Source: an optimization exercise on an open RTL-to-GDS flow (aim: small area and a short achievable clock period). Production flows keep margins and buffers that such runs may drop. Function was checked by simulation only, so behaviour that the tests miss may differ from the original. No driver is modelled on the clock port, so clocking that relies on it looks cheaper here than on a real chip.

## design/flow/flow/run.sh

```bash
#!/bin/bash
# The standard layout (standard.sh: the standard synthesis and ORFS steps,
# unchanged), with two settings changed for the make run:
#  - CTS_ARGS: ORFS's own clock_tree_synthesis arguments without the dummy
#    loads CTS adds to balance the tree.
# Every ORFS step writes its own log under orfs/logs; make's output goes to
# make.log here.
set -euo pipefail
bash standard.sh SETUP_SLACK_MARGIN=7.68 \
    "CTS_ARGS=-sink_clustering_enable -repair_clock_nets -dont_use_dummy_load" \
    "BUFFER_PORTS_ARGS=-buffer_cell sky130_fd_sc_hd__buf_1" \
    finish > make.log 2>&1
```

## design/flow/standard.sh

```bash
#!/bin/bash
# synth_recipe.tcl (not shown) runs the flow's synth.tcl, then flattens the netlist and writes it again
# the make line also repeats each setting of config.mk as NAME=value (left out here)
make -C /OpenROAD-flow-scripts/flow DESIGN_CONFIG=/design/flow/config.mk WORK_HOME=/design/flow/orfs CLKGATE_MAP_FILE= SYNTH_SCRIPT=/design/flow/synth_recipe.tcl "${@:-finish}"
```

## design/flow/config.mk

```make
export PLATFORM = sky130hd
export DESIGN_NAME = ring_rx_check
export DESIGN_NICKNAME = ring_rx_check
export VERILOG_FILES = /design/flow/design.v
export SDC_FILE = /design/flow/constraint.sdc
export NUM_CORES = 4
export LEC_CHECK = 0
export CAP_MARGIN = 20
export CORE_MARGIN = 2
export CORE_UTILIZATION = 60
export SLEW_MARGIN = 20
export SYNTH_MEMORY_MAX_BITS = 16384
```

## design/flow/constraint.sdc

```tcl
create_clock -name core_clock -period 11.0 [get_ports {clk}]
set_input_delay 2.2000 -clock core_clock [delete_from_list [all_inputs] [get_ports {clk}]]
set_output_delay 2.2000 -clock core_clock [all_outputs]
set_load 0.01 [all_outputs]
```

## design/flow/design.v

```verilog
module dec8b10b(code, data, k, ok_m, ok_p);
  input [9:0] code;
  wire [9:0] code;
  output [7:0] data;
  wire [7:0] data;
  output k;
  wire k;
  output ok_m;
  wire ok_m;
  output ok_p;
  wire ok_p;
  wire _000_;
  wire _001_;
  wire _002_;
  wire _003_;
  wire _004_;
  wire _005_;
  wire _006_;
  wire _007_;
  wire _008_;
  wire _009_;
  wire _010_;
  wire _011_;
  wire _012_;
  wire _013_;
  wire _014_;
  wire _015_;
  wire _016_;
  wire _017_;
  wire _018_;
  wire _019_;
  wire _020_;
  wire _021_;
  wire _022_;
  wire _023_;
  wire _024_;
  wire _025_;
  wire _026_;
  wire _027_;
  wire _028_;
  wire _029_;
  wire _030_;
  wire _031_;
  wire _032_;
  wire _033_;
  wire _034_;
  wire _035_;
  wire _036_;
  wire _037_;
  wire _038_;
  wire _039_;
  wire _040_;
  wire _041_;
  wire _042_;
  wire _043_;
  wire _044_;
  wire _045_;
  wire _046_;
  wire _047_;
  wire _048_;
  wire _049_;
  wire _050_;
  wire _051_;
  wire _052_;
  wire _053_;
  wire _054_;
  wire _055_;
  wire _056_;
  wire _057_;
  wire _058_;
  wire _059_;
  wire _060_;
  wire _061_;
  wire _062_;
  wire _063_;
  wire _064_;
  wire _065_;
  wire _066_;
  wire _067_;
  wire _068_;
  wire _069_;
  wire _070_;
  wire _071_;
  wire _072_;
  wire _073_;
  wire _074_;
  wire _075_;
  wire _076_;
  wire _077_;
  wire _078_;
  wire _079_;
  wire _080_;
  wire _081_;
  wire _082_;
  wire _083_;
  wire _084_;
  wire _085_;
  wire _086_;
  wire _087_;
  wire _088_;
  wire _089_;
  wire _090_;
  wire _091_;
  wire _092_;
  wire _093_;
  wire _094_;
  wire _095_;
  wire _096_;
  wire _097_;
  wire _098_;
  wire _099_;
  wire _100_;
  wire _101_;
  wire _102_;
  wire _103_;
  wire _104_;
  wire _105_;
  wire _106_;
  wire _107_;
  wire _108_;
  wire _109_;
  wire _110_;
  wire _111_;
  wire _112_;
  wire _113_;
  wire _114_;
  wire _115_;
  wire _116_;
  wire _117_;
  wire _118_;
  wire _119_;
  wire [3:0] four;
  wire [5:0] six;
  wire [4:0] x;
  wire [2:0] y;
  assign _050_ = code[9] | ~(code[8]);
  assign _051_ = code[6] | ~(code[7]);
  assign _052_ = ~(_051_ & code[8]);
  assign _053_ = ~code[9];
  assign _054_ = code[6] & ~(code[7]);
  assign _055_ = _053_ & ~(_054_);
  assign _056_ = _052_ & ~(_055_);
  assign _057_ = _056_ | ~(_050_);
  assign _058_ = _054_ | ~(_051_);
  assign _059_ = code[1] & ~(code[4]);
  assign _060_ = ~(code[0] | code[3]);
  assign _061_ = code[0] & code[3];
  assign _062_ = ~(_061_ | _060_);
  assign _063_ = code[5] & ~(code[4]);
  assign _064_ = code[3] & code[5];
  assign _065_ = ~(_064_ | _063_);
  assign _066_ = _062_ & ~(_065_);
  assign _067_ = _062_ ? _065_ : code[5];
  assign _068_ = _059_ ? _067_ : _066_;
  assign _069_ = _068_ & ~(code[2]);
  assign _070_ = ~_063_;
  assign _071_ = code[0] ? code[2] : _069_;
  assign _072_ = code[1] ^ code[2];
  assign _073_ = _072_ ^ _062_;
  assign _074_ = _070_ ? _071_ : _073_;
  assign _075_ = _069_ & ~(_074_);
  assign _076_ = code[8] | ~(code[9]);
  assign _077_ = _075_ ? _050_ : _076_;
  assign _078_ = _058_ & ~(_077_);
  assign data[7] = _057_ & ~(_078_);
  assign _079_ = _071_ & ~(_063_);
  assign _080_ = code[5] | code[4];
  assign _081_ = code[5] & code[4];
  assign _082_ = _080_ & ~(_081_);
  assign _083_ = _073_ ? _070_ : _082_;
  assign _084_ = ~(_083_ | _079_);
  assign _085_ = code[2] & ~(_084_);
  assign data[2] = _085_ | _068_;
  assign _086_ = ~(code[0] & code[2]);
  assign _087_ = code[1] | code[2];
  assign _088_ = _060_ & ~(_087_);
  assign _089_ = _086_ & ~(_088_);
  assign _090_ = ~(_061_ | code[2]);
  assign _091_ = code[1] & ~(_090_);
  assign _092_ = _091_ | ~(_089_);
  assign _093_ = _081_ & ~(code[3]);
  assign _094_ = _093_ | _092_;
  assign _095_ = _073_ & ~(_094_);
  assign _096_ = _092_ & ~(_080_);
  assign _097_ = _070_ & ~(_096_);
  assign _098_ = _095_ ? _063_ : _097_;
  assign _099_ = _064_ & ~(code[2]);
  assign _100_ = _099_ & ~(_073_);
  assign data[4] = _098_ & ~(_100_);
  assign _101_ = ~_084_;
  assign _102_ = ~code[0];
  assign _103_ = _083_ & ~(_102_);
  assign _104_ = _074_ & ~(_103_);
  assign data[1] = code[1] ? _101_ : _104_;
  assign _105_ = ~(code[8] | code[9]);
  assign _106_ = code[8] & code[9];
  assign _107_ = code[6] ? _105_ : _106_;
  assign _108_ = code[9] & ~(code[6]);
  assign _109_ = code[7] & ~(_050_);
  assign _110_ = _109_ | _108_;
  assign _111_ = code[6] & ~(code[9]);
  assign _112_ = ~code[7];
  assign _113_ = _112_ & ~(_076_);
  assign _114_ = _113_ | _111_;
  assign _115_ = _075_ ? _110_ : _114_;
  assign data[5] = _115_ | _107_;
  assign data[0] = _102_ ? _074_ : _101_;
  assign _116_ = _082_ | _073_;
  assign _117_ = ~(_116_ & _062_);
  assign data[3] = data[0] ? _117_ : _062_;
  assign _118_ = _075_ ? _114_ : _110_;
  assign data[6] = _118_ | _107_;
  assign _119_ = ~_081_;
  assign _000_ = _092_ | _119_;
  assign _001_ = code[2] & code[3];
  assign _002_ = _001_ & ~(_000_);
  assign _003_ = ~(_082_ & _073_);
  assign _004_ = _003_ | ~(_098_);
  assign _005_ = _107_ & _056_;
  assign _006_ = _005_ & ~(_004_);
  assign _007_ = _006_ | _002_;
  assign k = _007_ | _075_;
  assign _008_ = ~_073_;
  assign _009_ = ~(_089_ | _072_);
  assign _010_ = _080_ & ~(_009_);
  assign _011_ = _008_ ? _010_ : _094_;
  assign _012_ = _003_ & _116_;
  assign _013_ = _106_ | ~(_054_);
  assign _014_ = _001_ | ~(_080_);
  assign _015_ = _014_ & ~(_082_);
  assign _016_ = code[9] & ~(_015_);
  assign _017_ = code[8] | code[7];
  assign _018_ = _017_ | _016_;
  assign _019_ = _005_ | code[6];
  assign _020_ = _018_ & ~(_019_);
  assign _021_ = _013_ & ~(_020_);
  assign _022_ = _105_ & ~(code[7]);
  assign _023_ = _015_ | ~(_022_);
  assign _024_ = _004_ & ~(_023_);
  assign _025_ = _024_ | _021_;
  assign _026_ = _025_ | _012_;
  assign _027_ = ~_082_;
  assign _028_ = _092_ ? _080_ : _119_;
  assign _029_ = _008_ ? _027_ : _028_;
  assign _030_ = _073_ & code[5];
  assign _031_ = ~(_075_ | _030_);
  assign _032_ = _004_ & ~(_031_);
  assign _033_ = _053_ & ~(_032_);
  assign _034_ = _052_ | _112_;
  assign _035_ = _034_ | _033_;
  assign _036_ = ~code[6];
  assign _037_ = ~(_106_ & _036_);
  assign _038_ = _031_ & ~(_037_);
  assign _039_ = code[7] & ~(_105_);
  assign _040_ = _036_ & ~(_039_);
  assign _041_ = _040_ | _022_;
  assign _042_ = _041_ | _038_;
  assign _043_ = _035_ & ~(_042_);
  assign _044_ = _043_ & ~(_029_);
  assign _045_ = _026_ & ~(_044_);
  assign ok_m = _011_ & ~(_045_);
  assign _046_ = _029_ | _025_;
  assign _047_ = _012_ | _011_;
  assign _048_ = _043_ & ~(_047_);
  assign _049_ = _048_ | ~(_046_);
  assign ok_p = _049_ & ~(_009_);
  assign y = data[7:5];
  assign x = data[4:0];
  assign four = code[9:6];
  assign six = code[5:0];
endmodule
module ring_rx_check (
    input  wire        clk,
    input  wire        rst,           
    input  wire        col_valid,     
    input  wire [39:0] col_code,      
    input  wire        los,           
    output reg         v_valid,       
    output reg  [3:0]  v_reason,      
    output reg  [9:0]  v_len,         
    output wire [95:0] v_hdr,         
    output reg  [15:0] cnt_good,
    output reg  [15:0] cnt_hcrc,
    output reg  [15:0] cnt_bad,
    output wire [63:0] cnt_cv         
);
    localparam [3:0] R_GOOD      = 4'd0;
    localparam [3:0] R_HCRC      = 4'd1;
    localparam [3:0] R_LL_BAD    = 4'd2;
    localparam [3:0] R_SHORT     = 4'd3;
    localparam [3:0] R_LONG      = 4'd4;
    localparam [3:0] R_UNALIGNED = 4'd5;
    localparam [3:0] R_TRAILER   = 4'd6;
    localparam [3:0] R_ENDBAD    = 4'd7;
    localparam [3:0] R_CONTROL   = 4'd8;
    localparam [3:0] R_LANEFAULT = 4'd9;
    localparam [7:0] K27_7 = 8'hFB;
    localparam [7:0] K29_7 = 8'hFD;
    localparam [7:0] K30_7 = 8'hFE;
    localparam [31:0] CRC32_RESIDUE = 32'hDEBB20E3;
    integer i, b;
    reg  [39:0] c1;
    reg         v1, f1, r1;
    always @(posedge clk) begin
        c1 <= col_code;
        v1 <= col_valid && !rst;
        f1 <= los && !rst;
        r1 <= rst;
    end
    reg  [3:0]  rd;
    reg  [3:0]  rd_next;
    wire [31:0] dec_data;
    wire [3:0]  dec_k, dec_ok_m, dec_ok_p;
    genvar g;
    generate
        for (g = 0; g < 4; g = g + 1) begin : lane
            dec8b10b u_dec (
                .code (c1[10*g +: 10]),
                .data (dec_data[8*g +: 8]),
                .k    (dec_k[g]),
                .ok_m (dec_ok_m[g]),
                .ok_p (dec_ok_p[g])
            );
        end
    endgenerate
    localparam [63:0] SIX_POS  = 64'hFFE8E880E8808000;
    localparam [63:0] SIX_NEG  = 64'h00010117011717FF;
    localparam [15:0] FOUR_POS = 16'hF880;
    localparam [15:0] FOUR_NEG = 16'h011F;
    always @* begin
        for (i = 0; i < 4; i = i + 1)
            rd_next[i] = FOUR_POS[c1[10*i+6 +: 4]] ||
                         (!FOUR_NEG[c1[10*i+6 +: 4]] &&
                          (SIX_POS[c1[10*i +: 6]] ||
                           (!SIX_NEG[c1[10*i +: 6]] && rd[i])));
    end
    always @(posedge clk) begin
        if (r1)
            rd <= 4'b0000;
        else if (v1)
            rd <= rd_next;
    end
    wire [3:0] dec_cv = (rd & ~dec_ok_p) | (~rd & ~dec_ok_m);
    reg  [31:0] d2;
    reg  [3:0]  k2, cv2;
    reg         v2, f2, r2;
    always @(posedge clk) begin
        d2  <= dec_data;
        k2  <= dec_k;
        cv2 <= dec_cv;
        v2  <= v1 && !rst;
        f2  <= f1 && !rst;
        r2  <= r1;
    end
    reg [15:0] cv_cnt [0:3];
    always @(posedge clk) begin
        for (i = 0; i < 4; i = i + 1)
            if (rst)
                cv_cnt[i] <= 16'd0;
            else if (v2 && cv2[i] && cv_cnt[i] != 16'hFFFF)
                cv_cnt[i] <= cv_cnt[i] + 16'd1;
    end
    assign cnt_cv = {cv_cnt[3], cv_cnt[2], cv_cnt[1], cv_cnt[0]};
    reg [4:0] col_no;
    reg [4:0] ts1 [0:3];
    reg [4:0] ts2 [0:3];
    reg [4:0] ts3 [0:3];
    reg [3:0] in1, in2, in3;
    reg [3:0] in1_now, in2_now, in3_now;     
    reg [3:0] lane_fault;
    always @* begin
        for (i = 0; i < 4; i = i + 1) begin
            in1_now[i]    = in1[i] && ts1[i] != col_no;
            in2_now[i]    = in2[i] && ts2[i] != col_no;
            in3_now[i]    = in3[i] && ts3[i] != col_no;
            lane_fault[i] = cv2[i] && in3_now[i];
        end
    end
    always @(posedge clk) begin
        if (r2) begin
            col_no <= 5'd0;
            in1    <= 4'd0;
            in2    <= 4'd0;
            in3    <= 4'd0;
        end else if (v2) begin
            col_no <= col_no + 5'd1;
            for (i = 0; i < 4; i = i + 1)
                if (lane_fault[i]) begin
                    in1[i] <= 1'b0;
                    in2[i] <= 1'b0;
                    in3[i] <= 1'b0;
                end else if (cv2[i]) begin
                    in1[i] <= 1'b1;
                    in2[i] <= in1_now[i];
                    in3[i] <= in2_now[i];
                end else begin
                    in1[i] <= in1_now[i];
                    in2[i] <= in2_now[i];
                    in3[i] <= in3_now[i];
                end
        end
        for (i = 0; i < 4; i = i + 1)
            if (v2 && cv2[i]) begin
                ts1[i] <= col_no;
                ts2[i] <= ts1[i];
                ts3[i] <= ts2[i];
            end
    end
    wire fault2 = f2 || (v2 && lane_fault != 4'b0000);
    reg [3:0] is_end, is_ctl, is_e30;
    reg       start2, end_seen, any_nd, first_ctl, first_e30;
    reg [1:0] first;
    always @* begin
        for (i = 0; i < 4; i = i + 1) begin
            is_end[i] = k2[i] && !cv2[i] &&
                        (d2[8*i +: 8] == K29_7 || d2[8*i +: 8] == K30_7);
            is_e30[i] = k2[i] && !cv2[i] && d2[8*i +: 8] == K30_7;
            is_ctl[i] = cv2[i] || (k2[i] && !is_end[i]);
        end
        start2   = k2 == 4'b1111 && cv2 == 4'b0000 &&
                   d2 == {K27_7, K27_7, K27_7, K27_7};
        end_seen = is_end != 4'b0000;
        any_nd   = (k2 | cv2) != 4'b0000;
        first     = 2'd0;
        first_ctl = is_ctl[0];
        first_e30 = is_e30[0];
        for (i = 3; i >= 0; i = i - 1)
            if (k2[i] || cv2[i]) begin
                first     = i;
                first_ctl = is_ctl[i];
                first_e30 = is_e30[i];
            end
    end
    reg [1:0]  hpos;
    reg [31:0] crc32;
    reg [15:0] crc16;    
    reg [79:0] hdr;      
    reg        long_cls;   
    reg        ll_bad;     
    wire [31:0] crc32_next;
    crc32_x32 u_crc32 (.t(crc32 ^ d2), .o(crc32_next));
    wire [15:0] crc16_half, crc16_col;
    crc16_x16 u_crc16_half (.t(crc16 ^ {d2[7:0], d2[15:8]}), .o(crc16_half));
    crc16_x16 u_crc16_col  (.t(crc16_half ^ {d2[23:16], d2[31:24]}), .o(crc16_col));
    always @(posedge clk) begin
        if (r2)
            hpos <= 2'd3;
        else if (v2) begin
            if (start2)
                hpos <= 2'd0;
            else if (hpos != 2'd3)
                hpos <= hpos + 2'd1;
        end
        if (v2) begin
            if (start2)
                crc32 <= 32'hFFFFFFFF;
            else
                crc32 <= crc32_next;
        end
        if (v2 && start2)
            crc16 <= 16'hFFFF;
        if (v2 && !start2) begin
            if (hpos == 2'd0) begin
                hdr[31:0] <= d2;
                crc16     <= crc16_col;
                long_cls  <= d2[7] ^ d2[6];
                ll_bad    <= d2[23] && (d2[7:6] != 2'b11 || d2[14:8] != 7'h7F);
            end
            if (hpos == 2'd1) begin
                hdr[63:32] <= d2;
                crc16      <= crc16_col;
            end
            if (hpos == 2'd2) begin
                hdr[79:64] <= d2[15:0];
                crc16      <= crc16_half;
            end
        end
    end
    assign v_hdr = {crc16, hdr};
    wire       crc_ok  = crc32 == CRC32_RESIDUE;
    wire       hcrc_ok = crc16_half == d2[31:16];
    reg        in_frame;
    reg        skip;         
    reg [7:0]  ncol;         
    always @(posedge clk)
        if (v2)
            ncol <= start2 ? 8'd0 : ncol + 8'd1;
    wire [7:0] lmax_col = long_cls ? 8'd132 : 8'd20;
    wire       too_long = ncol == lmax_col && !(any_nd && first == 2'd0);
    wire       hdr_bad  = ncol == 8'd2 && (!hcrc_ok || ll_bad);
    reg [3:0]  reason;
    reg [9:0]  len;
    always @* begin
        len = {ncol, 2'b00};
        if (fault2)
            reason = R_LANEFAULT;
        else if (too_long)
            reason = R_LONG;
        else if (any_nd) begin
            len = {ncol, first};
            if (first_ctl)
                reason = R_CONTROL;
            else if (ncol[7:2] == 6'd0)
                reason = R_SHORT;
            else if (first != 2'd0)
                reason = R_UNALIGNED;
            else if (first_e30)
                reason = R_ENDBAD;
            else if (!crc_ok)
                reason = R_TRAILER;
            else
                reason = R_GOOD;
        end else begin
            len    = 10'd12;
            reason = hcrc_ok ? R_LL_BAD : R_HCRC;
        end
    end
    always @(posedge clk) begin
        v_reason <= reason;
        v_len    <= len;
        if (r2) begin
            in_frame <= 1'b0;
            skip     <= 1'b0;
        end
        if (rst)
            v_valid <= 1'b0;
        else begin
            v_valid <= 1'b0;
            if (fault2) begin
                if (in_frame) begin
                    v_valid  <= 1'b1;
                    in_frame <= 1'b0;
                end
                skip <= 1'b0;
            end else if (v2 && skip) begin
                if (end_seen)
                    skip <= 1'b0;
            end else if (v2) begin
                if (in_frame) begin
                    if (too_long || any_nd || hdr_bad) begin
                        v_valid  <= 1'b1;
                        in_frame <= 1'b0;
                        skip     <= too_long ? !end_seen : !any_nd && !hcrc_ok;
                    end
                end
                if (start2)
                    in_frame <= 1'b1;
            end
        end
    end
    always @(posedge clk) begin
        if (rst) begin
            cnt_good <= 16'd0;
            cnt_hcrc <= 16'd0;
            cnt_bad  <= 16'd0;
        end else if (v_valid) begin
            if (v_reason == R_GOOD) begin
                if (cnt_good != 16'hFFFF) cnt_good <= cnt_good + 16'd1;
            end else if (v_reason == R_HCRC) begin
                if (cnt_hcrc != 16'hFFFF) cnt_hcrc <= cnt_hcrc + 16'd1;
            end else begin
                if (cnt_bad != 16'hFFFF) cnt_bad <= cnt_bad + 16'd1;
            end
        end
    end
endmodule
module crc32_x32 (
    input  wire [31:0] t,
    output wire [31:0] o
);
    wire x_x0 = t[0] ^ t[22];
    wire x_x1 = t[2] ^ t[7];
    wire x_x2 = t[3] ^ t[21];
    wire x_x3 = t[1] ^ t[23];
    wire x_x4 = t[4] ^ x_x0;
    wire x_x5 = t[5] ^ t[12];
    wire x_x6 = t[13] ^ t[29];
    wire x_x7 = t[6] ^ t[11];
    wire x_x8 = t[10] ^ t[26];
    wire x_x9 = t[17] ^ t[24];
    wire x_x10 = t[19] ^ t[27];
    wire x_x11 = t[14] ^ t[30];
    wire x_x12 = t[16] ^ t[28];
    wire x_x13 = t[18] ^ t[25];
    wire x_x14 = t[15] ^ t[31];
    wire x_x15 = t[8] ^ t[9];
    wire x_x16 = t[20] ^ x_x1;
    wire x_x17 = t[23] ^ x_x12;
    wire x_x18 = t[3] ^ t[5];
    wire x_x19 = t[4] ^ t[24];
    wire x_x20 = t[25] ^ t[29];
    wire x_x21 = t[28] ^ x_x2;
    wire x_x22 = x_x6 ^ x_x11;
    wire x_x23 = x_x3 ^ x_x10;
    wire x_x24 = t[8] ^ x_x5;
    wire x_x25 = x_x4 ^ x_x13;
    wire x_x26 = t[18] ^ t[26];
    wire x_x27 = t[0] ^ t[12];
    wire x_x28 = t[9] ^ t[14];
    wire x_x29 = t[2] ^ t[20];
    wire x_x30 = t[27] ^ t[30];
    wire x_x31 = t[31] ^ x_x8;
    wire x_x32 = t[7] ^ x_x14;
    wire x_x33 = x_x3 ^ x_x9;
    wire x_x34 = x_x7 ^ x_x8;
    wire x_x35 = x_x6 ^ x_x27;
    wire x_x36 = x_x1 ^ x_x2;
    wire x_x37 = t[6] ^ t[26];
    wire x_x38 = t[13] ^ t[17];
    wire x_x39 = t[2] ^ t[28];
    wire x_x40 = t[0] ^ t[31];
    wire x_x41 = t[7] ^ t[13];
    wire x_x42 = t[11] ^ t[15];
    wire x_x43 = t[8] ^ t[22];
    wire x_x44 = t[9] ^ t[15];
    wire x_x45 = t[6] ^ t[10];
    wire x_x46 = t[7] ^ t[16];
    wire x_x47 = t[6] ^ x_x14;
    wire x_x48 = t[20] ^ x_x11;
    wire x_x49 = x_x20 ^ x_x29;
    wire x_x50 = t[10] ^ x_x2;
    wire x_x51 = x_x1 ^ x_x28;
    wire x_x52 = t[24] ^ x_x15;
    wire x_x53 = x_x5 ^ x_x14;
    wire x_x54 = t[25] ^ x_x7;
    wire x_x55 = x_x18 ^ x_x45;
    wire x_x56 = t[5] ^ x_x0;
    wire x_x57 = t[27] ^ x_x15;
    wire x_x58 = t[22] ^ x_x19;
    wire x_x59 = t[9] ^ x_x34;
    wire x_x60 = t[21] ^ x_x4;
    wire x_x61 = t[1] ^ x_x22;
    wire x_x62 = x_x36 ^ x_x47;
    wire x_x63 = x_x16 ^ x_x19;
    wire x_x64 = x_x21 ^ x_x40;
    wire x_x65 = x_x9 ^ x_x50;
    wire x_x66 = x_x13 ^ x_x21;
    wire x_x67 = x_x9 ^ x_x17;
    wire x_x68 = x_x13 ^ x_x32;
    wire x_x69 = x_x4 ^ x_x16;
    wire x_x70 = x_x12 ^ x_x23;
    wire x_x71 = t[3] ^ t[8];
    wire x_x72 = t[16] ^ x_x3;
    wire x_x73 = x_x37 ^ x_x71;
    wire x_x74 = x_x72 ^ x_x73;
    wire x_x75 = x_x69 ^ x_x74;
    wire x_x76 = t[4] ^ t[5];
    wire x_x77 = x_x76 ^ x_x36;
    wire x_x78 = x_x33 ^ x_x57;
    wire x_x79 = x_x77 ^ x_x78;
    wire x_x80 = x_x39 ^ x_x52;
    wire x_x81 = x_x55 ^ x_x25;
    wire x_x82 = x_x80 ^ x_x81;
    wire x_x83 = t[4] ^ t[7];
    wire x_x84 = t[19] ^ x_x3;
    wire x_x85 = x_x18 ^ x_x20;
    wire x_x86 = x_x83 ^ x_x84;
    wire x_x87 = x_x85 ^ x_x59;
    wire x_x88 = x_x86 ^ x_x87;
    wire x_x89 = x_x30 ^ x_x34;
    wire x_x90 = x_x24 ^ x_x63;
    wire x_x91 = x_x89 ^ x_x90;
    wire x_x92 = x_x5 ^ x_x41;
    wire x_x93 = x_x54 ^ x_x57;
    wire x_x94 = x_x92 ^ x_x64;
    wire x_x95 = x_x93 ^ x_x94;
    wire x_x96 = t[3] ^ t[10];
    wire x_x97 = x_x28 ^ x_x29;
    wire x_x98 = x_x96 ^ x_x35;
    wire x_x99 = x_x17 ^ x_x97;
    wire x_x100 = x_x98 ^ x_x99;
    wire x_x101 = t[4] ^ x_x42;
    wire x_x102 = x_x101 ^ x_x65;
    wire x_x103 = x_x61 ^ x_x102;
    wire x_x104 = t[2] ^ t[11];
    wire x_x105 = t[16] ^ x_x11;
    wire x_x106 = x_x104 ^ x_x53;
    wire x_x107 = x_x105 ^ x_x25;
    wire x_x108 = x_x106 ^ x_x107;
    wire x_x109 = t[19] ^ x_x38;
    wire x_x110 = x_x14 ^ x_x24;
    wire x_x111 = x_x109 ^ x_x69;
    wire x_x112 = x_x110 ^ x_x111;
    wire x_x113 = t[5] ^ t[13];
    wire x_x114 = x_x26 ^ x_x113;
    wire x_x115 = x_x51 ^ x_x114;
    wire x_x116 = x_x60 ^ x_x115;
    wire x_x117 = t[14] ^ t[15];
    wire x_x118 = x_x43 ^ x_x117;
    wire x_x119 = x_x55 ^ x_x23;
    wire x_x120 = x_x118 ^ x_x119;
    wire x_x121 = x_x7 ^ x_x44;
    wire x_x122 = x_x17 ^ x_x121;
    wire x_x123 = x_x63 ^ x_x122;
    wire x_x124 = t[0] ^ x_x46;
    wire x_x125 = x_x20 ^ x_x24;
    wire x_x126 = x_x124 ^ x_x65;
    wire x_x127 = x_x125 ^ x_x126;
    wire x_x128 = t[1] ^ t[26];
    wire x_x129 = t[30] ^ x_x7;
    wire x_x130 = x_x38 ^ x_x15;
    wire x_x131 = x_x128 ^ x_x129;
    wire x_x132 = x_x130 ^ x_x25;
    wire x_x133 = x_x131 ^ x_x132;
    wire x_x134 = t[18] ^ x_x5;
    wire x_x135 = x_x51 ^ x_x23;
    wire x_x136 = x_x31 ^ x_x134;
    wire x_x137 = x_x135 ^ x_x136;
    wire x_x138 = x_x41 ^ x_x42;
    wire x_x139 = x_x8 ^ x_x58;
    wire x_x140 = x_x138 ^ x_x70;
    wire x_x141 = x_x139 ^ x_x140;
    wire x_x142 = t[11] ^ t[14];
    wire x_x143 = t[27] ^ x_x142;
    wire x_x144 = x_x49 ^ x_x24;
    wire x_x145 = x_x143 ^ x_x67;
    wire x_x146 = x_x144 ^ x_x145;
    wire x_x147 = t[30] ^ x_x37;
    wire x_x148 = x_x44 ^ x_x9;
    wire x_x149 = x_x35 ^ x_x147;
    wire x_x150 = x_x148 ^ x_x66;
    wire x_x151 = x_x149 ^ x_x150;
    wire x_x152 = x_x46 ^ x_x10;
    wire x_x153 = x_x31 ^ x_x152;
    wire x_x154 = x_x61 ^ x_x25;
    wire x_x155 = x_x153 ^ x_x154;
    wire x_x156 = t[17] ^ x_x7;
    wire x_x157 = x_x10 ^ x_x11;
    wire x_x158 = x_x12 ^ x_x18;
    wire x_x159 = x_x32 ^ x_x4;
    wire x_x160 = x_x156 ^ x_x157;
    wire x_x161 = x_x158 ^ x_x159;
    wire x_x162 = x_x160 ^ x_x161;
    wire x_x163 = t[3] ^ t[17];
    wire x_x164 = t[29] ^ x_x0;
    wire x_x165 = x_x39 ^ x_x26;
    wire x_x166 = x_x163 ^ x_x53;
    wire x_x167 = x_x164 ^ x_x165;
    wire x_x168 = x_x166 ^ x_x167;
    wire x_x169 = t[30] ^ x_x6;
    wire x_x170 = x_x10 ^ x_x43;
    wire x_x171 = x_x26 ^ x_x16;
    wire x_x172 = x_x169 ^ x_x170;
    wire x_x173 = x_x171 ^ x_x172;
    wire x_x174 = t[23] ^ x_x10;
    wire x_x175 = x_x15 ^ x_x48;
    wire x_x176 = x_x174 ^ x_x64;
    wire x_x177 = x_x175 ^ x_x176;
    wire x_x178 = t[29] ^ x_x8;
    wire x_x179 = x_x52 ^ x_x17;
    wire x_x180 = x_x178 ^ x_x62;
    wire x_x181 = x_x179 ^ x_x180;
    wire x_x182 = x_x30 ^ x_x33;
    wire x_x183 = x_x49 ^ x_x59;
    wire x_x184 = x_x182 ^ x_x183;
    wire x_x185 = t[11] ^ t[12];
    wire x_x186 = t[24] ^ x_x1;
    wire x_x187 = x_x30 ^ x_x185;
    wire x_x188 = x_x31 ^ x_x186;
    wire x_x189 = x_x187 ^ x_x66;
    wire x_x190 = x_x188 ^ x_x189;
    wire x_x191 = t[31] ^ x_x35;
    wire x_x192 = x_x54 ^ x_x16;
    wire x_x193 = x_x70 ^ x_x191;
    wire x_x194 = x_x192 ^ x_x193;
    wire x_x195 = t[6] ^ t[12];
    wire x_x196 = x_x195 ^ x_x22;
    wire x_x197 = x_x67 ^ x_x60;
    wire x_x198 = x_x196 ^ x_x197;
    wire x_x199 = x_x33 ^ x_x56;
    wire x_x200 = x_x22 ^ x_x68;
    wire x_x201 = x_x199 ^ x_x200;
    wire x_x202 = t[3] ^ t[19];
    wire x_x203 = x_x202 ^ x_x48;
    wire x_x204 = x_x58 ^ x_x68;
    wire x_x205 = x_x203 ^ x_x204;
    wire x_x206 = t[1] ^ t[19];
    wire x_x207 = t[25] ^ x_x206;
    wire x_x208 = x_x56 ^ x_x207;
    wire x_x209 = x_x62 ^ x_x208;
    assign o[0] = x_x75;
    assign o[1] = x_x79;
    assign o[2] = x_x82;
    assign o[3] = x_x88;
    assign o[4] = x_x91;
    assign o[5] = x_x95;
    assign o[6] = x_x100;
    assign o[7] = x_x103;
    assign o[8] = x_x108;
    assign o[9] = x_x112;
    assign o[10] = x_x116;
    assign o[11] = x_x120;
    assign o[12] = x_x123;
    assign o[13] = x_x127;
    assign o[14] = x_x133;
    assign o[15] = x_x137;
    assign o[16] = x_x141;
    assign o[17] = x_x146;
    assign o[18] = x_x151;
    assign o[19] = x_x155;
    assign o[20] = x_x162;
    assign o[21] = x_x168;
    assign o[22] = x_x173;
    assign o[23] = x_x177;
    assign o[24] = x_x181;
    assign o[25] = x_x184;
    assign o[26] = x_x190;
    assign o[27] = x_x194;
    assign o[28] = x_x198;
    assign o[29] = x_x201;
    assign o[30] = x_x205;
    assign o[31] = x_x209;
endmodule
module crc16_x16 (
    input  wire [15:0] t,
    output wire [15:0] o
);
    wire x_x0 = t[9] ^ t[13];
    wire x_x1 = t[10] ^ t[14];
    wire x_x2 = t[4] ^ t[8];
    wire x_x3 = t[7] ^ t[15];
    wire x_x4 = t[6] ^ x_x1;
    wire x_x5 = t[5] ^ x_x0;
    wire x_x6 = t[12] ^ x_x2;
    wire x_x7 = t[3] ^ t[11];
    wire x_x8 = t[1] ^ t[12];
    wire x_x9 = t[0] ^ t[11];
    wire x_x10 = t[2] ^ t[13];
    wire x_x11 = t[14] ^ x_x7;
    wire x_x12 = x_x5 ^ x_x8;
    wire x_x13 = x_x6 ^ x_x9;
    wire x_x14 = t[15] ^ x_x6;
    wire x_x15 = t[11] ^ x_x4;
    wire x_x16 = x_x3 ^ x_x11;
    wire x_x17 = x_x10 ^ x_x4;
    wire x_x18 = x_x5 ^ x_x13;
    wire x_x19 = x_x4 ^ x_x12;
    wire x_x20 = x_x3 ^ x_x10;
    wire x_x21 = x_x20 ^ x_x15;
    wire x_x22 = t[8] ^ t[12];
    wire x_x23 = x_x22 ^ x_x16;
    wire x_x24 = x_x0 ^ x_x14;
    wire x_x25 = x_x1 ^ x_x5;
    wire x_x26 = t[15] ^ x_x15;
    wire x_x27 = t[0] ^ x_x2;
    wire x_x28 = x_x3 ^ x_x27;
    wire x_x29 = t[8] ^ t[1];
    wire x_x30 = t[5] ^ t[9];
    wire x_x31 = x_x29 ^ x_x30;
    wire x_x32 = t[9] ^ t[2];
    wire x_x33 = t[10] ^ t[6];
    wire x_x34 = x_x32 ^ x_x33;
    wire x_x35 = t[7] ^ t[10];
    wire x_x36 = x_x7 ^ x_x35;
    assign o[0] = x_x13;
    assign o[1] = x_x12;
    assign o[2] = x_x17;
    assign o[3] = x_x16;
    assign o[4] = x_x14;
    assign o[5] = x_x18;
    assign o[6] = x_x19;
    assign o[7] = x_x21;
    assign o[8] = x_x23;
    assign o[9] = x_x24;
    assign o[10] = x_x25;
    assign o[11] = x_x26;
    assign o[12] = x_x28;
    assign o[13] = x_x31;
    assign o[14] = x_x34;
    assign o[15] = x_x36;
endmodule
```

==> results of run 1 <==
-- final timing paths --
| kind | end | slack [ns] | depth (start not counted) |
|---|---|---|---|
| worst min-delay path | f2 | 0.44 | 1 |
| worst max-delay path | v_hdr[65] | 7.62 | 1 |
| worst min register to register | f2 | 0.44 | 1 |
| worst max register to register | crc16[11] | 7.78 | 7 |
-- placed cells by master (no fill, tap or decap), types with 22 or more instances in the layout --
cell type,count
nand2_1,187
buf_2,81
a31oi_1,22
nor2b_1,30
dfxtp_1,108
nand3_1,59
inv_1,77
o21ai_0,110
clkbuf_16,46
edfxtp_1,182
nand4_1,36
xnor2_1,320
buf_6,34
buf_1,109
or3_1,35
xor2_1,149
ha_1,63
a21oi_1,98
buf_4,75
nor2_1,204
dfxtp_4,61
dfxtp_2,85
nor3_1,22
-- synth_stat cells, types with 7 or more instances --
master / number
o41ai_1: 10
o32ai_1: 7
nor4_1: 14
xor3_1: 8
o21ai_0: 110
and3_1: 19
nand2_1: 187
nor3_1: 22
edfxtp_1: 182
a21o_1: 12
dfxtp_1: 254
nand4_1: 36
and2_1: 12
o311ai_0: 7
and4_1: 8
a311oi_1: 8
a21boi_0: 8
or2_2: 12
o211ai_1: 15
o22ai_1: 14
inv_1: 77
o31ai_1: 18
nor2_1: 206
or3_1: 35
a211o_1: 10
xnor2_2: 10
xor2_1: 153
a31oi_1: 22
a22oi_1: 7
nand3_1: 59
a211oi_1: 14
ha_1: 64
a32oi_1: 8
xnor3_1: 14
o221ai_1: 13
xnor2_1: 325
mux2i_1: 17
a21oi_1: 99
nor2b_1: 30
clkbuf_1: 86
-- timing repair --
action	in CTS	in global routing
hold endpoints to repair	0	0
pin swaps	0	0
gates resized for setup	334	121
gates cloned	0	0
buffers inserted	8	27
endpoints found under the setup margin	173	172
-- routing by layer --
layer / GRT usage [%] / wire length, um
met5: 0 / 0
met4: 10.3 / 2290
met3: 5.70 / 4910
met2: 47.9 / 28600
met1: 41.3 / 26700
-- stage by stage --
stage / setup WS, ns / instances / instance area (sq um)
5_1_grt: 7.48 / 3095 / 27000
2_1_floorplan: 7.82 / 2309 / 23200
3_3_place_gp: 7.20 / 3014 / 24700
3_5_place_dp: 7.13 / 3014 / 24700
4_1_cts: 7.59 / 3068 / 26400
6_report: 7.62 / 3095 / 27000
-- layout make-up --
type | count | area (sq um) | share of cell area (%)
Multi-Input combinational cell | 1699 | 12200 | 45.1
Sequential cell | 436 | 10900 | 40.3
Inverter | 78 | 293 | 1.08
Clock buffer | 46 | 1150 | 4.26
Timing Repair Buffer | 318 | 1870 | 6.93
Tap cell | 518 | 648 | 2.40
-- cell families (layout without fill, tap and decap cells) --
logic type                 Yosys count  count (layout)  synth area share, %
xor gates and xnor gates           517             517                 21.7
muxes                               22              22                 1.02
buffers and inverters              174             442                 2.83
DFF                                436             436                 45.4
AOI/OAI and AO/OA                  424             424                 11.9
adders and majority gates           65              65                 3.49
and+or+nand+nor                    671             671                 13.7
-- registers in the layout (all words and copies together) (netlist names), 20 cells and up --
signal,cells
ts2,20
ts1,20
cv_cnt,64
hdr,80
crc32,32
ts3,20
c1,40
d2,32
==> reports/results.ini, run 1 <==
[worst_setup_path]
crit_family=flip-flops
cp_cell_sequence=buf_1
end_kind=output port
path_buf_inv=1
critPathArrivalTime_ns=1.18
critical_path.startpoint=hdr[65]
r2r-start=d2[28]
cp-start-kind=flop
required_ns=8.80
worstSetupPathType=reg -> out
critPathSlowestCell=edfxtp_1
path_max_fanout=1
cpPeakStageDelay_ns=0.44

[worst_hold_path]
min_from=f1
hold_class=reg -> reg

[final_layout]
fin_util_pct=70.3
layout.nets=2687
nFillCells=2925
area_growth_pct=16.3
drive_gt1_share_pct=18.0
num_antenna_cells=0

[global_routing]
grt_util_all_layers_pct=30.0
grt.overflow.total=0
grt_pass1_vias=17200
grt_max_degree=99
antenna_found_initial=1
grt_pass1_wl_um=95200

[detailed_routing]
drc=0
vias=18200
via_per_inst=5.89
routedWlPerCell_um=20.2
wirelength_um=62400
antenna_left=0
dr.pass1.iters=5
drt_iter0_markers=1318

[clock_tree]
holdBufCountCts=0
cts_tree=built
cts_sinks=436
cts_buffers=46
clk_latency_ns=0.59
path_clk_slew_ns=0.06

[floorplan]
die-width_um=201
die_y_um=201
core_area_sq_um=38500
io_pins=267
initial_core_util_pct=60.4
die_area_sq_um=40300
rows=72

[yosys]
synthDistinctLibCells=81
syn_nets=2417
yosys.area.top_type=edfxtp_1
synth_area_leaders=edfxtp_1 (24%), dfxtp_1 (22%), xnor2_1 (12%)
ys_ff_latch=436
synth_cells=2309
synth_edf_count=182
synth.cell_area_sq_um=23200
ys.flop_type=dfxtp_1
ys_warn_count=5
synth-seq-area-share_pct=45.4
yosys.area.top_type_share_pct=23.5
postSynth.asyncResetShare_pct=0
avgSynthCellArea_sq_um=10.1

[timing]
fmax_ghz=0.296
hold_viol=0
drv_slew=0
finalSetupTns_ns=0
maxSlewHeadroom_pct=30.8
setup_viol=0
worst_pin_slew_ns=1.04
fin_crit_sh_pct=30.7
rsz0062_at_grt=yes
fin_worst_skew_ns=0.0544
holdWs_ns=0.436
fin_crit_ns=3.38

[placed_design]
place.gp.congestion=0.982
dp_hpwl_um=44300
port_buffers=266

[run_status]
status=timing/DRC/antenna clean

[run]
max_cap_viol_count=0

==> run 2, diff against run 1 <==
--- a/design/flow/flow/run.sh
+++ b/design/flow/flow/run.sh
@@ -6,7 +6,7 @@
 # Every ORFS step writes its own log under orfs/logs; make's output goes to
 # make.log here.
 set -euo pipefail
-bash standard.sh SETUP_SLACK_MARGIN=7.68 \
+bash standard.sh SETUP_SLACK_MARGIN=7.55 \
     "CTS_ARGS=-sink_clustering_enable -repair_clock_nets -dont_use_dummy_load" \
     "BUFFER_PORTS_ARGS=-buffer_cell sky130_fd_sc_hd__buf_1" \
     finish > make.log 2>&1
==> reports/results.ini, run 2 <==
[global_routing]
top_usage_layer=met2
grt_util_all_layers_pct=29.8  ; -0.25 points
grt_pass1_wl_um=94200  ; -1.1%
grt_max_degree=99  ; unchanged
antenna_found_initial=1  ; unchanged
met1_usage_pct=40.8  ; -0.46 points
use_met2_pct=46.6  ; -1.2 points
met3_usage_pct=6.20  ; +0.50 points
grt_pass1_vias=17000  ; -1.3%
grt.overflow.total=0  ; unchanged

[clock_tree]
path_clk_slew_ns=0.05  ; about the same
cts_tree=built
clk_latency_ns=0.59  ; about the same
cts_sinks=436  ; unchanged
cts_buffers=46  ; unchanged

[detailed_routing]
dr.pass1.iters=7  ; +2
vias=17900  ; -1.9%
wirelength_um=60800  ; -2.6%
routedWlPerCell_um=19.9  ; -1.5%
antenna_left=0  ; unchanged
drt_iter0_markers=1417  ; +7.5%
drc=0  ; unchanged
via_per_inst=5.84  ; -0.81%

[worst_setup_path]
critPathSlowestCell=dfxtp_1
r2r_setup_slack_ns=7.66  ; -0.12 ns
cpPeakStageDelay_ns=0.38  ; -0.06 ns
cp_cell_sequence=buf_1
r2r-start=d2[9]
path_max_fanout=4  ; +3
required_ns=8.80  ; about the same
path_buf_inv=1  ; unchanged
end_kind=output port
cp-start-kind=flop
crit_family=flip-flops
reg2reg_to=crc16[1]
ff2ff_path_depth=8  ; +1
worstSetupPathType=reg -> out
critPathArrivalTime_ns=1.21  ; +0.03 ns

[placed_design]
place.gp.congestion=0.982  ; unchanged
port_buffers=266  ; unchanged
dp_hpwl_um=44300  ; unchanged

[yosys]
postSynth.asyncResetShare_pct=0  ; unchanged
ys_ff_latch=436  ; unchanged
synthDistinctLibCells=81  ; unchanged
yosys.area.top_type=edfxtp_1
ys.flop_type=dfxtp_1
synth-seq-area-share_pct=45.4  ; unchanged
avgSynthCellArea_sq_um=10.1  ; unchanged
synth_area_leaders=edfxtp_1 (24%), dfxtp_1 (22%), xnor2_1 (12%)
synth_cells=2309  ; unchanged
syn_nets=2417  ; unchanged
netlist_top_cells_count=xnor2_1 (325), dfxtp_1 (254), nor2_1 (206)
ys_warn_count=5  ; unchanged
yosys.area.top_type_share_pct=23.5  ; unchanged
synth_edf_count=182  ; unchanged
synth.most_common_cell=xnor2_1
synth.cell_area_sq_um=23200  ; unchanged

[timing]
fin_crit_ns=3.41  ; +0.0312 ns
maxSlewHeadroom_pct=29.9  ; -0.85 points
fin_crit_sh_pct=31.0  ; +0.28 points
fmax_ghz=0.293  ; -0.91%
holdWs_ns=0.435  ; -0.000139 ns
fin_worst_skew_ns=0.0495  ; -0.00490 ns
finalSetupTns_ns=0  ; unchanged
worst_pin_slew_ns=1.04  ; +0.000277 ns
setup_viol=0  ; unchanged
drv_slew=0  ; unchanged
rsz0062_at_grt=yes
hold_viol=0  ; unchanged

[worst_hold_path]
holdPathEnd=f2
hold_depth=1  ; unchanged
min_from=f1
hold_class=reg -> reg

[floorplan]
die_y_um=201  ; unchanged
core_area_sq_um=38500  ; unchanged
io_pins=267  ; unchanged
initial_core_util_pct=60.4  ; unchanged
die-width_um=201  ; unchanged
rows=72  ; unchanged
die_area_sq_um=40300  ; unchanged

[final_layout]
largestRegisters=hdr: 80 flops, cv_cnt: 64 flops, c1: 40 flops
area_growth_pct=11.7
drive_gt1_share_pct=6.41  ; -12 points
nFillCells=3071  ; +5.0%
regArea_sq_um=10600  ; -2.8%
num_antenna_cells=0  ; unchanged
layout_commonest_cell=xnor2_1
layout.nets=2652  ; -1.3%
multi_input_area_sq_um=12100  ; -0.41%
top_register=hdr
largest_register_ffs=80  ; unchanged
layout_common_cells=xnor2_1 (323), buf_1 (246), dfxtp_1 (233)

[run]
max_cap_viol_count=0  ; unchanged

[run_status]
status=timing/DRC/antenna clean

[run 2: worst max path at each step]
stage,startpoint,endpoint,slack [ns],cells after the start
floorplan,v2,cv_cnt[2][15],7.82,8
CTS,cv_cnt[1][7],cnt_cv[23],7.55,1
finish,cv_cnt[0][0],cnt_cv[0],7.59,1
global placement,rst,in_frame,7.20,5
global route,d2[13],crc16[11],7.49,8
detailed placement,rst,in_frame,7.13,5
[run 2: final cells by class]
| class | count | area share [%] |
|---|---|---|
| well taps | 518 | 2.50 |
| flip-flops and latches | 436 | 40.7 |
| multi-input cells | 1699 | 46.7 |
| clock buffers | 46 | 4.43 |
| repair buffers | 283 | 4.46 |
| inverters | 78 | 1.13 |
[run 2: layer usage]
| metal | share of wire (%) | vias up |
|---|---|---|
| met5 | 0 | - |
| met4 | 3.7 | 0 |
| met3 | 7.7 | 121 |
| met2 | 45 | 618 |
| met1 | 43 | 8594 |
| li1 | - | 8547 |
[run 2: timing repair]
item,4_1_cts,5_1_grt
pin swaps,0,0
setup buffers,0,0
hold buffers,0,0
setup endpoints to repair,20,47
cloned,0,0
resized for setup,16,39
[run 2: cell families after synthesis]
family                     after synthesis  share of synthesized area (%)
AOI/OAI and AO/OA                      424                           11.9
DFF                                    436                           45.4
muxes                                   22                           1.02
xor gates and xnor gates               517                           21.7
buffers and inverters                  174                           2.83
adders and majority gates               65                           3.49
and+or+nand+nor                        671                           13.7
[run 2: stage by stage]
step / util [%] / instances / area, sq um / setup slack, ns
2_1_floorplan: - / 2309 / 23200 / 7.82
3_3_place_gp: 64.1 / 3014 / 24700 / 7.20
3_5_place_dp: 64.1 / 3014 / 24700 / 7.13
4_1_cts: 67.2 / 3060 / 25800 / 7.55
5_1_grt: 67.5 / 3060 / 26000 / 7.49
6_report: 67.5 / 3060 / 26000 / 7.59
==> run 3, diff against run 2 <==
--- a/design/flow/flow/run.sh
+++ b/design/flow/flow/run.sh
@@ -6,7 +6,7 @@
 # Every ORFS step writes its own log under orfs/logs; make's output goes to
 # make.log here.
 set -euo pipefail
-bash standard.sh SETUP_SLACK_MARGIN=7.55 \
+bash standard.sh SETUP_SLACK_MARGIN=7.58 \
     "CTS_ARGS=-sink_clustering_enable -repair_clock_nets -dont_use_dummy_load" \
     "BUFFER_PORTS_ARGS=-buffer_cell sky130_fd_sc_hd__buf_1" \
     finish > make.log 2>&1
==> reports/results.ini, run 3 <==
[run_status]
status=timing/DRC/antenna clean

[timing]
fin_ws_ns=7.61  ; +0.0211 ns
finalSetupTns_ns=0  ; unchanged
fmax_ghz=0.295  ; +0.62%
maxSlewHeadroom_pct=29.7  ; -0.24 points
hold_viol=0  ; unchanged
rsz0062_at_grt=yes
fin_worst_skew_ns=0.0504  ; +0.000923 ns
setup_viol=0  ; unchanged
fin_crit_ns=3.39  ; -0.0211 ns
fin_crit_sh_pct=30.8  ; -0.19 points
drv_slew=0  ; unchanged
worst_pin_slew_ns=1.05  ; +0.0160 ns

[final_layout]
largest_register_ffs=80  ; unchanged
layout.nets=2653  ; +0.038%
num_antenna_cells=0  ; unchanged
area_growth_pct=12.1
layoutNonFillerInstCount=3061  ; +0.033%
top_register=hdr
layout_commonest_cell=xnor2_1
nFillCells=3058  ; -0.42%
largestRegisters=hdr: 80 flops, cv_cnt: 64 flops, c1: 40 flops
drive_gt1_share_pct=8.14  ; +1.7 points
layout_common_cells=xnor2_1 (322), buf_1 (229), dfxtp_1 (209)

[yosys]
ys.flop_type=dfxtp_1
yosys.area.top_type=edfxtp_1
yosys.area_share.xor_xnor_pct=21.7  ; unchanged
avgSynthCellArea_sq_um=10.1  ; unchanged
synth_mux_area_share_pct=1.02  ; unchanged
synth_fa_ha_area_share_pct=3.49  ; unchanged
syn_nets=2417  ; unchanged
synth_edf_count=182  ; unchanged
postSynth.asyncResetShare_pct=0  ; unchanged
synthDistinctLibCells=81  ; unchanged
ys_ff_latch=436  ; unchanged
synth.most_common_cell=xnor2_1
synth_top_family_by_area=XOR/XNOR gates
synth-seq-area-share_pct=45.4  ; unchanged
netlist_top_cells_count=xnor2_1 (325), dfxtp_1 (254), nor2_1 (206)
yosys.area_share.simple_pct=13.7  ; unchanged
ys_warn_count=5  ; unchanged
synth.cell_area_sq_um=23200  ; unchanged
synth_area_leaders=edfxtp_1 (24%), dfxtp_1 (22%), xnor2_1 (12%)
synth_compound_area_share_pct=11.9  ; unchanged
synth_cells=2309  ; unchanged
yosys.area.top_type_share_pct=23.5  ; unchanged

[worst_setup_path]
required_ns=8.80  ; about the same
end_kind=output port
cp-start-kind=flop
r2r_setup_slack_ns=7.65  ; about the same
path_max_fanout=3  ; -1
cpPeakStageDelay_ns=0.41  ; +0.03 ns
crit_family=flip-flops
critPathSlowestCell=dfxtp_1
cp_cell_sequence=buf_1
path_buf_inv=1  ; unchanged
worstSetupPathType=reg -> out
critPathArrivalTime_ns=1.19  ; -0.02 ns

[floorplan]
initial_core_util_pct=60.4  ; unchanged
die-width_um=201  ; unchanged
die_y_um=201  ; unchanged
core_area_sq_um=38500  ; unchanged
die_area_sq_um=40300  ; unchanged
rows=72  ; unchanged
io_pins=267  ; unchanged

[clock_tree]
cts_sinks=436  ; unchanged
cts_buffers=46  ; unchanged
clk_latency_ns=0.59  ; about the same
cts_tree=built
path_clk_slew_ns=0.05  ; about the same
holdBufCountCts=0  ; unchanged

[global_routing]
grt.overflow.total=0  ; unchanged
grt_pass1_wl_um=94200  ; about the same
grt_util_all_layers_pct=29.8  ; about the same
grt_pass1_vias=17000  ; +0.059%
antenna_found_initial=1  ; unchanged
grt_max_degree=99  ; unchanged

[detailed_routing]
vias=18000  ; +0.58%
via_per_inst=5.87  ; +0.54%
dr.pass1.iters=5  ; -2
drc=0  ; unchanged
wirelength_um=61100  ; +0.47%
routedWlPerCell_um=20.0  ; +0.44%
drt_iter0_markers=1373  ; -3.1%
antenna_left=0  ; unchanged

[placed_design]
place.gp.congestion=0.982  ; unchanged
pre_cts_slack_ns=7.13  ; unchanged
dp_hpwl_um=44300  ; unchanged
dp_cells=3014  ; unchanged
port_buffers=266  ; unchanged

[run]
max_cap_viol_count=0  ; unchanged

[worst_hold_path]
hold_class=reg -> reg

==> run 3: final cells by class <==
type	count	area, sq um	area share, %
flip-flops and latches	436	10600	40.7
multi-input cells	1699	12200	46.6
inverters	78	293	1.12
well taps	518	648	2.49
repair buffers	284	1200	4.61
clock buffers	46	1150	4.42
==> run 3: per-layer routing <==
layer / share of wire, % / vias up / GRT usage (%)
met2: 45 / 669 / 46.9
met3: 8.1 / 124 / 6.09
met4: 3.7 / 0 / 11.0
met1: 43 / 8646 / 40.9
li1: - / 8544 / -
met5: 0 / - / 0
==> run 3: cell families (layout without fill, tap and decap cells) <==
group | Yosys count | after routing
AOI/OAI and AO/OA | 424 | 424
buffers and inverters | 174 | 408
and+or+nand+nor | 671 | 671
muxes | 22 | 22
xor gates and xnor gates | 517 | 517
adders and majority gates | 65 | 65
DFF | 436 | 436
==> run 3: metrics by stage <==
stage | hold slack (ns) | cell area, sq um | utilization, %
floorplan | 0.374 | 23200 | -
global placement | 0.427 | 24700 | 64.1
detailed placement | 0.427 | 24700 | 64.1
CTS | 0.440 | 25900 | 67.3
global route | 0.476 | 26100 | 67.7
finish | 0.435 | 26100 | 67.7
==> run 3: path summary, 6_finish.rpt <==
| kind | depth (start not counted) | endpoint | start |
|---|---|---|---|
| worst max register to register | 8 | in_frame | d2[7] |
| worst min register to register | 1 | f2 | f1 |
| worst max-delay path | 1 | v_hdr[84] | crc16[4] |
| worst min-delay path | 1 | f2 | f1 |
==> run 3: repair_timing <==
action                     4_1_cts  5_1_grt
pin swaps                        0        0
gates resized for setup         38       62
buffers inserted                 0        1
setup endpoints to repair       41       69
==> run 4, diff against run 3 <==
--- a/design/flow/flow/run.sh
+++ b/design/flow/flow/run.sh
@@ -6,7 +6,7 @@
 # Every ORFS step writes its own log under orfs/logs; make's output goes to
 # make.log here.
 set -euo pipefail
-bash standard.sh SETUP_SLACK_MARGIN=7.58 \
-    "CTS_ARGS=-sink_clustering_enable -repair_clock_nets -dont_use_dummy_load" \
+bash standard.sh SETUP_SLACK_MARGIN=7.7 \
+    "CTS_ARGS=-sink_clustering_enable -repair_clock_nets -dont_use_dummy_load -sink_clustering_levels 1" \
     "BUFFER_PORTS_ARGS=-buffer_cell sky130_fd_sc_hd__buf_1" \
     finish > make.log 2>&1
==> reports/results.ini, run 4 <==
[run_status]
status=timing/DRC/antenna clean

[clock_tree]
holdBufCountCts=0  ; unchanged
path_clk_slew_ns=0.06  ; about the same
cts_buffers=46  ; unchanged
cts_sinks=436  ; unchanged
cts_tree=built
clk_latency_ns=0.59  ; about the same

[global_routing]
grt_util_all_layers_pct=30.4  ; +0.57 points
grt_pass1_vias=17400  ; +2.5%
grt.overflow.total=0  ; unchanged
grt_max_degree=99  ; unchanged
antenna_found_initial=1  ; unchanged
grt_pass1_wl_um=96400  ; +2.3%

[yosys]
yosys.area.top_type=edfxtp_1
ys_warn_count=5  ; unchanged
synth.cell_area_sq_um=23200  ; unchanged
synthDistinctLibCells=81  ; unchanged
ys_ff_latch=436  ; unchanged
netlist_top_cells_count=xnor2_1 (325), dfxtp_1 (254), nor2_1 (206)
synth_cells=2309  ; unchanged
syn_nets=2417  ; unchanged
postSynth.asyncResetShare_pct=0  ; unchanged
synth.most_common_cell=xnor2_1
yosys.area.top_type_share_pct=23.5  ; unchanged
ys.flop_type=dfxtp_1
synth_area_leaders=edfxtp_1 (24%), dfxtp_1 (22%), xnor2_1 (12%)
synth_edf_count=182  ; unchanged
avgSynthCellArea_sq_um=10.1  ; unchanged
synth-seq-area-share_pct=45.4  ; unchanged

[worst_setup_path]
path_buf_inv=1  ; unchanged
cp-start-kind=flop
end_kind=output port
critPathArrivalTime_ns=1.21  ; +0.02 ns
r2r-start=d2[14]
crit_family=flip-flops
cpPeakStageDelay_ns=0.46  ; +0.05 ns
ff2ff_path_depth=8  ; unchanged
cp_cell_sequence=buf_1
r2r_setup_slack_ns=7.81  ; +0.16 ns
critPathSlowestCell=edfxtp_1
required_ns=8.80  ; about the same
reg2reg_to=crc16[12]
path_max_fanout=1  ; -2
worstSetupPathType=reg -> out

[placed_design]
pre_cts_slack_ns=7.13  ; unchanged
place.gp.congestion=0.982  ; unchanged
placed_cell_area_sq_um=24700  ; unchanged
port_buffers=266  ; unchanged
dp_cells=3014  ; unchanged
dp_hpwl_um=44300  ; unchanged

[final_layout]
fin_util_pct=71.7  ; +4.0 points
layout.nets=2730  ; +2.9%
top_register=hdr
largestRegisters=hdr: 80 flops, cv_cnt: 64 flops, c1: 40 flops
largest_register_ffs=80  ; unchanged
final_cell_area_sq_um=27600  ; +5.9%
drive_gt1_share_pct=20.5  ; +12 points
layout_commonest_cell=xnor2_1
area_growth_pct=18.7
layout_common_cells=xnor2_1 (320), nor2_1 (204), nand2_1 (186)
layoutNonFillerInstCount=3138  ; +2.5%
num_antenna_cells=0  ; unchanged

[worst_hold_path]
hold_depth=1  ; unchanged
min_from=f1
hold_class=reg -> reg
holdPathEnd=f2

[timing]
hold_viol=0  ; unchanged
fin_crit_sh_pct=31.0  ; +0.13 points
fin_crit_ns=3.41  ; +0.0148 ns
rsz0062_at_grt=yes
setup_viol=0  ; unchanged
fin_worst_skew_ns=0.0551  ; +0.00464 ns
maxSlewHeadroom_pct=28.2  ; -1.5 points
fmax_ghz=0.294  ; -0.43%
worst_pin_slew_ns=1.06  ; +0.00919 ns
finalSetupTns_ns=0  ; unchanged
fin_ws_ns=7.59  ; -0.0148 ns
drv_slew=0  ; unchanged
holdWs_ns=0.437  ; +0.00203 ns

[floorplan]
initial_core_util_pct=60.4  ; unchanged
rows=72  ; unchanged
core_area_sq_um=38500  ; unchanged
io_pins=267  ; unchanged
die-width_um=201  ; unchanged
die_y_um=201  ; unchanged
die_area_sq_um=40300  ; unchanged

[detailed_routing]
drt_iter0_markers=1492  ; +8.7%
vias=18500  ; +2.9%
antenna_left=0  ; unchanged
via_per_inst=5.90  ; +0.42%
drc=0  ; unchanged
wirelength_um=64100  ; +4.9%
dr.pass1.iters=5  ; unchanged
routedWlPerCell_um=20.4  ; +2.4%

[run]
max_cap_viol_count=0  ; unchanged

==> run 4: cell counts after synthesis <==
Identical to the previous run, type by type.
==> run 4: worst max path at each step <==
stage | slack (ns) | cells after the start | endpoint | startpoint
after floorplan | 7.82 | 8 | cv_cnt[2][15] | v2
after global placement | 7.20 | 5 | in_frame | rst
after detailed placement | 7.13 | 5 | in_frame | rst
after CTS | 7.59 | 1 | v_hdr[1] | hdr[1]
after global routing | 7.52 | 9 | cv2[3] | c1[32]
final | 7.59 | 1 | v_hdr[1] | hdr[1]
==> run 4: worst reg2reg max path, delay by kind of cell (launching register included) <==
kind | cells | cell delay [ns]
compound gates | 2 | 0.45
xor+xnor | 6 | 2.19
flops | 1 | 0.48
==> run 4: cell families after synthesis <==
logic type / count (synthesis) / share of synthesized area [%]
AO/OA/AOI/OAI: 424 / 11.9
XOR/XNOR: 517 / 21.7
adder cells (fa/ha/maj): 65 / 3.49
buffers and inverters: 174 / 2.83
flip-flops: 436 / 45.4
multiplexers: 22 / 1.02
AND/OR/NAND/NOR: 671 / 13.7
==> run 4: routing by layer <==
| metal | up-vias | track usage (%) | part of all wire, % |
|---|---|---|---|
| li1 | 8695 | - | - |
| met1 | 8959 | 41.5 | 42 |
| met2 | 727 | 48.7 | 47 |
| met3 | 131 | 5.76 | 8.4 |
| met4 | 0 | 10.4 | 3.4 |
| met5 | - | 0 | 0 |
==> run 4: final cells by class <==
type	count	area, sq um
Multi-Input combinational cell	1699	12200
Timing Repair inverter	1	7.51
Tap cell	518	648
Inverter	78	297
Fill cell	2830	10900
Timing Repair Buffer	360	2420
Clock buffer	46	1150
Sequential cell	436	10900
==> run 4: what timing repair did <==
item	4_1_cts	5_1_grt
gates cloned	0	1
resized for setup	395	118
endpoints found under the setup margin	186	181
setup buffers	50	27
endpoints found under the hold margin	0	0
==> run 5, diff against run 4 <==
==> design/flow/flow/run.sh (replaced) <==
#!/bin/bash
# The standard layout (standard.sh: the standard synthesis and ORFS steps,
# unchanged), with three settings changed for the make run:
#  - CTS_ARGS: ORFS's own clock_tree_synthesis arguments, without the dummy
#    loads CTS adds to balance the tree;
#  - BUFFER_PORTS_ARGS: every input and output port still gets its buffer,
#    a buf_1 to start with (repair_timing sizes the output ones up).
# Every ORFS step writes its own log under orfs/logs; make's output goes to
# make.log here.
set -euo pipefail
bash standard.sh SETUP_SLACK_MARGIN=7.62 \
    "CTS_ARGS=-sink_clustering_enable -repair_clock_nets -dont_use_dummy_load" \
    "BUFFER_PORTS_ARGS=-buffer_cell sky130_fd_sc_hd__buf_1" \
    finish > make.log 2>&1
==> reports/results.ini, run 5 <==
[placed_design]
port_buffers=266  ; unchanged
place.gp.congestion=0.982  ; unchanged
dp_hpwl_um=44300  ; unchanged
placed_cell_area_sq_um=24700  ; unchanged

[run]
max_cap_viol_count=0  ; unchanged

[final_layout]
largest_register_ffs=80  ; unchanged
largestRegisters=hdr: 80 flops, cv_cnt: 64 flops, c1: 40 flops
layout.nets=2653  ; -2.8%
top_register=hdr
area_growth_pct=12.9
layout_common_cells=xnor2_1 (322), nor2_1 (204), nand2_1 (187)
final_cell_area_sq_um=26200  ; -4.9%
layout_commonest_cell=xnor2_1
drive_gt1_share_pct=12.1  ; -8.4 points
num_antenna_cells=0  ; unchanged

[timing]
fin_crit_sh_pct=30.9  ; about the same
hold_viol=0  ; unchanged
holdWs_ns=0.435  ; -0.00209 ns
setup_viol=0  ; unchanged
fin_crit_ns=3.40  ; -0.00231 ns
maxSlewHeadroom_pct=29.8  ; +1.6 points
fin_worst_skew_ns=0.0540  ; -0.00110 ns
drv_slew=0  ; unchanged
rsz0062_at_grt=yes
fmax_ghz=0.294  ; about the same
worst_pin_slew_ns=1.04  ; -0.0239 ns
finalSetupTns_ns=0  ; unchanged

[worst_hold_path]
hold_class=reg -> reg

[floorplan]
initial_core_util_pct=60.4  ; unchanged
die_y_um=201  ; unchanged
io_pins=267  ; unchanged
die-width_um=201  ; unchanged
rows=72  ; unchanged
core_area_sq_um=38500  ; unchanged
die_area_sq_um=40300  ; unchanged

[yosys]
synthDistinctLibCells=81  ; unchanged
avgSynthCellArea_sq_um=10.1  ; unchanged
yosys.area.top_type_share_pct=23.5  ; unchanged
yosys.area.top_type=edfxtp_1
syn_nets=2417  ; unchanged
netlist_top_cells_count=xnor2_1 (325), dfxtp_1 (254), nor2_1 (206)
synth_cells=2309  ; unchanged
synth_area_leaders=edfxtp_1 (24%), dfxtp_1 (22%), xnor2_1 (12%)
synth.most_common_cell=xnor2_1
ys.flop_type=dfxtp_1
synth_edf_count=182  ; unchanged
ys_warn_count=5  ; unchanged
postSynth.asyncResetShare_pct=0  ; unchanged
synth-seq-area-share_pct=45.4  ; unchanged
ys_ff_latch=436  ; unchanged
synth.cell_area_sq_um=23200  ; unchanged

[worst_setup_path]
cpPeakStageDelay_ns=0.46  ; about the same
path_buf_inv=1  ; unchanged
required_ns=8.80  ; about the same
cp_cell_sequence=buf_1
critPathSlowestCell=edfxtp_1
crit_family=flip-flops
cp-start-kind=flop
path_max_fanout=1  ; unchanged
worstSetupPathType=reg -> out
critPathArrivalTime_ns=1.20  ; about the same
end_kind=output port

[detailed_routing]
drt_iter0_markers=1472  ; -1.3%
routedWlPerCell_um=20.0  ; -2.1%
wirelength_um=61300  ; -4.5%
vias=18000  ; -2.9%
via_per_inst=5.87  ; -0.43%
dr.pass1.iters=5  ; unchanged
antenna_left=0  ; unchanged
drc=0  ; unchanged

[clock_tree]
clk_latency_ns=0.59  ; about the same
cts_buffers=46  ; unchanged
holdBufCountCts=0  ; unchanged
cts_sinks=436  ; unchanged
cts_tree=built
path_clk_slew_ns=0.06  ; about the same

[global_routing]
grt_pass1_wl_um=94600  ; -1.9%
grt_max_degree=99  ; unchanged
grt_pass1_vias=17100  ; -2.1%
grt_util_all_layers_pct=29.8  ; -0.55 points
antenna_found_initial=1  ; unchanged
grt.overflow.total=0  ; unchanged

[run_status]
status=timing/DRC/antenna clean

run 5: cell count changes in the layout (fill, tap and decap cells not counted), sizes merged:
cell	change
clkinvlp	-2
inv	+1
buf	-70
clkbuf	-6
run 5: final cells by class:
type	count	area, sq um
clock buffer	46	1150
fill	3031	12200
inverter	78	293
multi-input combinational	1699	12200
sequential	436	10700
tap	518	648
timing repair buffer	284	1280
run 5: worst paths after layout:
path | slack (ns) | start | cells after the start | end
max | 7.60 | hdr[1] | 1 | v_hdr[1]
min | 0.44 | f1 | 1 | f2
max reg2reg | 7.77 | d2[31] | 7 | crc32[24]
min reg2reg | 0.44 | f1 | 1 | f2
run 5: per-layer routing:
metal / routed length, um / global-route usage [%] / share of wire, % / vias up
met4: 1850 / 9.95 / 3.0 / 0
met1: 26300 / 41.2 / 43 / 8661
met3: 4920 / 5.75 / 8.0 / 113
met2: 28200 / 47.4 / 46 / 667
li1: - / - / - / 8540
met5: 0 / 0 / 0 / -
run 5: metrics by stage:
step / instances / util, % / setup WS (ns)
after global routing: 3061 / 68.2 / 7.49
after CTS: 3060 / 67.5 / 7.59
final: 3061 / 68.2 / 7.60
after floorplan: 2309 / - / 7.82
after detailed placement: 3014 / 64.1 / 7.13
after global placement: 3014 / 64.1 / 7.20
run 5: repair_timing:
| item | in CTS | in global routing |
|---|---|---|
| setup endpoints to repair | 102 | 108 |
| cloned | 0 | 0 |
| pin swaps | 0 | 0 |
| gates resized for setup | 114 | 100 |
| buffers inserted | 0 | 1 |
run 5: cell families after synthesis:
group,Yosys count,synth area share (%)
compound gates,424,11.9
xor+xnor,517,21.7
fa+ha+maj,65,3.49
buf+inv,174,2.83
flops,436,45.4
mux,22,1.02
simple gates,671,13.7

[port drivers added, routing unchanged]
No port has a modelled driver above. Below, the same layouts with a new extraction and two added sets of constraints. Step 1: set_driving_cell puts a clkbuf_16 on clk and a buf_2 on each other input, an assumption about the parent block. Step 2 adds t to the input delays and takes it off the output delays; t is the mean of the earliest and latest rising clock arrival at the registers after step 1. Input paths then give back, and output paths get back, about the clock's delay inside the block. Slacks: ideal / step 1 / step 2; pairs: ideal / step 1.
run	t (ns)	setup slack, ns	hold WS [ns]	worst slew at a driven data input, ns
run 1	0.623	7.619 / 7.562 / 7.392	0.436 / 0.436 / 0.436	0.07
run 2	0.620	7.587 / 7.529 / 7.126	0.435 / 0.435 / 0.435	0.07
run 3	0.621	7.609 / 7.550 / 7.125	0.435 / 0.435 / 0.435	0.07
run 4	0.623	7.594 / 7.537 / 7.368	0.437 / 0.437 / 0.437	0.07
run 5	0.623	7.596 / 7.539 / 7.383	0.435 / 0.435 / 0.435	0.07
After both steps every run listed still meets setup and hold. The setup slack of run 3, which loses most, moves by -0.059 ns with the drivers and by -0.484 ns with both steps.
